What follows belongs to an exercise in optimizing a design on an open flow for small area, a short achievable clock period and few clock cycles per item; a production flow would make more cautious choices.
The RTL was checked by simulation tests, not by an equivalence proof against the original design.

==> inputs of try-onyx <==
## bn_sha384
module bn_sha384 (
    input  wire         clk,
    input  wire         rst,
    input  wire         in_valid,
    output wire         in_ready,
    input  wire [63:0]  in_data,
    input  wire         in_first,
    output reg          out_valid,
    output wire [383:0] out_digest
);
export LEC_CHECK = 0
export ABC_AREA = 1
export CAP_MARGIN = 20
export CORE_MARGIN = 2
export CORE_UTILIZATION = 60
export PLACE_DENSITY = 0.7
export SLEW_MARGIN = 20
export SYNTH_MEMORY_MAX_BITS = 16384
create_clock -name core_clock -period 15.0 [get_ports {clk}]
run.sh (not shown) runs the stock make flow with config.mk's settings and CLKGATE_MAP_FILE= SYNTH_SCRIPT=/design/flow/synth_recipe.tcl, a recipe that flattens the netlist after the stock synthesis.
==> try-nickel: changes against try-onyx <==
--- a/flow/design.v
+++ b/flow/design.v
@@ -136,53 +136,65 @@
     reg        pv;           
     reg [6:0]  pidx;
     reg        pfirst;       
     reg        fin;          
     assign in_ready = rdy;
     wire accept = in_valid & rdy;
     wire sched  = nv && (widx >= 7'd15) && (widx < 7'd79);
     wire r78    = pv && (pidx == 7'd78);
-    wire ivload = nv && (widx == 7'd0) && first_r;
-    wire ff     = (pv && (pidx >= 7'd77)) || fin;
-    wire [4:0] wcnt_n = accept ? wcnt + 5'd1 : (r78 ? 5'd0 : wcnt);
-    wire [3:0] s9_n   = (accept || r78 || s9 == 4'd8) ? 4'd0 : s9 + 4'd1;
-    wire [2:0] s5_n   = (accept || r78 || s5 == 3'd4) ? 3'd0 : s5 + 3'd1;
+    reg  ivload;             
+    reg  ff;                 
+    reg  w0;                 
+    wire [4:0] wcnt_q = r78 ? 5'd0 : wcnt;
+    wire [3:0] s9_q   = (r78 || s9 == 4'd8) ? 4'd0 : s9 + 4'd1;
+    wire [2:0] s5_q   = (r78 || s5 == 3'd4) ? 3'd0 : s5 + 3'd1;
+    wire       rdy_q  = !wcnt_q[4] &&
+                        ((wcnt_q == 5'd0) ? (idle || s9_q == 4'd0)
+                                          : (s9_q == 4'd0 && s5_q == 3'd0));
+    wire [6:0] widx_n = sched ? widx + 7'd1 : {3'd0, wcnt[3:0]};
+    wire [6:0] kc_q   = wcnt_q[4] ? widx_n + 7'd1 : {3'd0, wcnt_q[3:0]};
+    wire [6:0] kc_a   = (wcnt[3:0] == 4'd15) ? 7'd16 : {3'd0, wcnt[3:0] + 4'd1};
+    wire [4:0] wcnt_n = accept ? wcnt + 5'd1 : wcnt_q;
+    wire [3:0] s9_n   = accept ? 4'd0 : s9_q;
+    wire [2:0] s5_n   = accept ? 3'd0 : s5_q;
+    wire       rdy_n  = accept ? (wcnt[3:0] != 4'd15) : rdy_q;
     wire       idle_n = idle && !accept;
-    wire [6:0] widx_n = sched ? widx + 7'd1 : {3'd0, wcnt[3:0]};
-    wire [6:0] kc_n   = wcnt_n[4] ? widx_n + 7'd1 : {3'd0, wcnt_n[3:0]};
-    wire       rdy_n  = !wcnt_n[4] &&
-                        ((wcnt_n == 5'd0) ? (idle_n || s9_n == 4'd0)
-                                          : (s9_n == 4'd0 && s5_n == 3'd0));
+    wire [6:0] kc_n   = accept ? kc_a : kc_q;
     always @(posedge clk) begin
         if (rst) begin
             rdy       <= 1'b1;
             s9        <= 4'd0;
             s5        <= 3'd0;
             wcnt      <= 5'd0;
             idle      <= 1'b1;
             nv        <= 1'b0;
             pv        <= 1'b0;
             pfirst    <= 1'b0;
             fin       <= 1'b0;
             out_valid <= 1'b0;
+            ivload    <= 1'b0;
+            ff        <= 1'b0;
         end else begin
+            ivload    <= accept && (wcnt == 5'd0) && in_first;
+            ff        <= (nv && (widx >= 7'd77)) || (pv && (pidx == 7'd79));
             rdy       <= rdy_n;
             s9        <= s9_n;
             s5        <= s5_n;
             wcnt      <= wcnt_n;
             idle      <= idle_n;
             nv        <= sched | accept;
             pv        <= nv;
             pfirst    <= ivload;
             fin       <= pv && (pidx == 7'd79);
             out_valid <= fin;
         end
         widx    <= widx_n;
         kc      <= rst ? 7'd0 : kc_n;
+        w0      <= (widx_n == 7'd0);
         pidx    <= widx;
         first_r <= in_first;
     end
     reg [63:0] nw;
     reg [63:0] ring [0:14];      
     wire [63:0] r14 = ring[14], r9 = ring[9], r1 = ring[1], r0 = ring[0];
     wire [63:0] sm0 = rotr(r1, 1) ^ rotr(r1, 8) ^ (r1 >> 7);
     wire [63:0] sm1 = rotr(r14, 19) ^ rotr(r14, 61) ^ (r14 >> 6);
@@ -199,51 +211,52 @@
     end
     reg [63:0] a, b, c, d, e, f, g, h, x;
     reg [63:0] p;
     reg [63:0] hr [0:8];
     wire [63:0] k_n;
     reg  [63:0] k_w;
     sha384_k u_k (.idx(kc), .k(k_n));
     always @(posedge clk) k_w <= k_n;
-    wire [63:0] hsrc = (widx == 7'd0) ? (first_r ? IV7 : hr[1]) : g;
+    wire [63:0] hsrc = w0 ? (first_r ? IV7 : hr[1]) : g;
     wire [63:0] ps1 = hsrc ^ k_w ^ nw;
     wire [63:0] pc1 = ((hsrc & k_w) | (hsrc & nw) | (k_w & nw)) << 1;
     always @(posedge clk) p <= add_bk(ps1, pc1);
-    wire [63:0] S1 = rotr(e, 14) ^ rotr(e, 18) ^ rotr(e, 41);
-    wire [63:0] CH = (e & f) ^ (~e & g);
+    wire [63:0] s1e = rotr(e, 14) ^ rotr(e, 18) ^ rotr(e, 41);
+    wire [63:0] che = (e & f) ^ (~e & g);
     wire [63:0] S0 = rotr(a, 28) ^ rotr(a, 34) ^ rotr(a, 39);
     wire [63:0] MJ = (a & b) | (c & (a | b));
-    wire [63:0] es1 = p ^ CH ^ d;
-    wire [63:0] ec1 = ((p & CH) | (p & d) | (CH & d)) << 1;
-    wire [63:0] es2 = es1 ^ ec1 ^ S1;
-    wire [63:0] ec2 = ((es1 & ec1) | (es1 & S1) | (ec1 & S1)) << 1;
+    wire [63:0] ts1 = p ^ s1e ^ che;
+    wire [63:0] tc1 = ((p & s1e) | (p & che) | (s1e & che)) << 1;
+    wire [63:0] es2 = ts1 ^ tc1 ^ d;
+    wire [63:0] ec2 = ((ts1 & tc1) | (ts1 & d) | (tc1 & d)) << 1;
     wire [63:0] e_new = es2 + ec2;
-    wire [63:0] as1 = p ^ CH ^ MJ;
-    wire [63:0] ac1 = ((p & CH) | (p & MJ) | (CH & MJ)) << 1;
-    wire [63:0] as2 = as1 ^ ac1 ^ S1;
-    wire [63:0] ac2 = ((as1 & ac1) | (as1 & S1) | (ac1 & S1)) << 1;
+    wire [63:0] as2 = ts1 ^ tc1 ^ MJ;
+    wire [63:0] ac2 = ((ts1 & tc1) | (ts1 & MJ) | (tc1 & MJ)) << 1;
     wire [63:0] as3 = as2 ^ ac2 ^ S0;
     wire [63:0] ac3 = ((as2 & ac2) | (as2 & S0) | (ac2 & S0)) << 1;
     wire [63:0] a_new = as3 + ac3;
     wire [63:0] addA = add_bk(hr[0], ff ? a : 64'd0);
     wire [63:0] addE = add_bk(hr[4], ff ? e : 64'd0);
+    wire        rnd = pv && !ivload && !fin;
+    wire [63:0] e_o = ivload ? IV4 : fin ? addE : d;
+    wire [63:0] e_n = rnd ? e_new : e_o;
+    wire [63:0] f_n = ivload ? IV5 : fin ? hr[3] : e;
+    wire [63:0] g_n = ivload ? IV6 : fin ? hr[2] : f;
     always @(posedge clk) begin
         if (ivload) begin
             a <= IV0; b <= IV1; c <= IV2; d <= IV3;
-            e <= IV4; f <= IV5; g <= IV6; h <= IV7;
         end else if (fin) begin
             a <= addA; b <= hr[8]; c <= hr[7]; d <= hr[6];
-            e <= addE; f <= hr[3]; g <= hr[2]; h <= hr[1];
         end else begin
             a <= pv ? a_new : x;
             b <= a; c <= b; d <= c;
-            e <= pv ? e_new : d;
-            f <= e; g <= f; h <= g;
-        end
+        end
+        e <= e_n; f <= f_n; g <= g_n;
+        h <= ivload ? IV7 : fin ? hr[1] : g;
         x <= h;
         hr[3] <= addE;
         if (pfirst) begin
             hr[0] <= IV6; hr[1] <= IV5; hr[2] <= IV4;
             hr[4] <= IV3; hr[5] <= IV2; hr[6] <= IV1; hr[7] <= IV0; hr[8] <= IV7;
         end else begin
             hr[0] <= hr[1]; hr[1] <= hr[2]; hr[2] <= hr[3];
             hr[4] <= hr[5]; hr[5] <= hr[6]; hr[6] <= hr[7]; hr[7] <= hr[8];
==> flow/flow/run.sh (new file) <==
#!/bin/bash
# Layout: the standard flow (standard synthesis, floorplan, placement, CTS,
# routing), with the timing repair steps asked to leave 10.45 ns of setup
# slack at the 15 ns clock, so that they size and buffer the design for speed.
# make's full output goes to make_finish.log in this folder; the ORFS step
# logs are under orfs/logs.
set -euo pipefail
bash standard.sh SETUP_SLACK_MARGIN=10.45 finish > make_finish.log 2>&1
==> flow/standard.sh (new file) <==
#!/bin/bash
# synth_recipe.tcl (not shown) runs the flow's synth.tcl, then flattens the netlist and writes it again
# the make line also repeats each setting of config.mk as NAME=value (left out here)
make -C /OpenROAD-flow-scripts/flow DESIGN_CONFIG=/design/flow/config.mk WORK_HOME=/design/flow/orfs CLKGATE_MAP_FILE= SYNTH_SCRIPT=/design/flow/synth_recipe.tcl "${@:-finish}"
Settings changed: CORE_UTILIZATION 60 to 45, PLACE_DENSITY 0.7 to 0.6.
removed: flow/run.sh
==> notes <==
Synthesized cell count: try-nickel is lower than try-onyx (6.6%). Of try-onyx and try-nickel, try-onyx has the higher area after synthesis (gap 3.1%, measured against try-nickel). try-onyx failed in global routing (5_1_grt). try-nickel passed the timing, DRC and antenna checks.
Testbench counts of try-onyx, summed over its fixed seeds: cycles 31,120, blocks 384.
Testbench counts of try-nickel, summed over its fixed seeds: cycles 31,120, blocks 384.

[re-timing with driven ports]
The flow's constraints put no driver on any port. The routed layout listed below was extracted and timed again, unchanged, in two steps. Step 1 (the two cells are an assumption about what drives the block):
set clk [get_ports {clk}]
set_driving_cell -lib_cell sky130_fd_sc_hd__clkbuf_16 $clk
set_driving_cell -lib_cell sky130_fd_sc_hd__buf_2 [delete_from_list [all_inputs] $clk]
Step 2 also shifts input and output timing later by t, the mid clock arrival at the registers, as if the neighbouring blocks saw the same clock. a / b / c = ideal ports / drivers / drivers and shift; a / b = the first two.
run: try-nickel
t, ns: 1.064
setup slack, ns: 9.957 / 9.957 / 9.923
hold slack, ns: 0.202 / 0.202 / 0.202
worst slew at a driven data input, ns: 0.12
After both steps setup and hold are still met in try-nickel. For try-nickel, drivers alone change the setup slack by 0.000 ns; drivers and shift together by -0.034 ns.
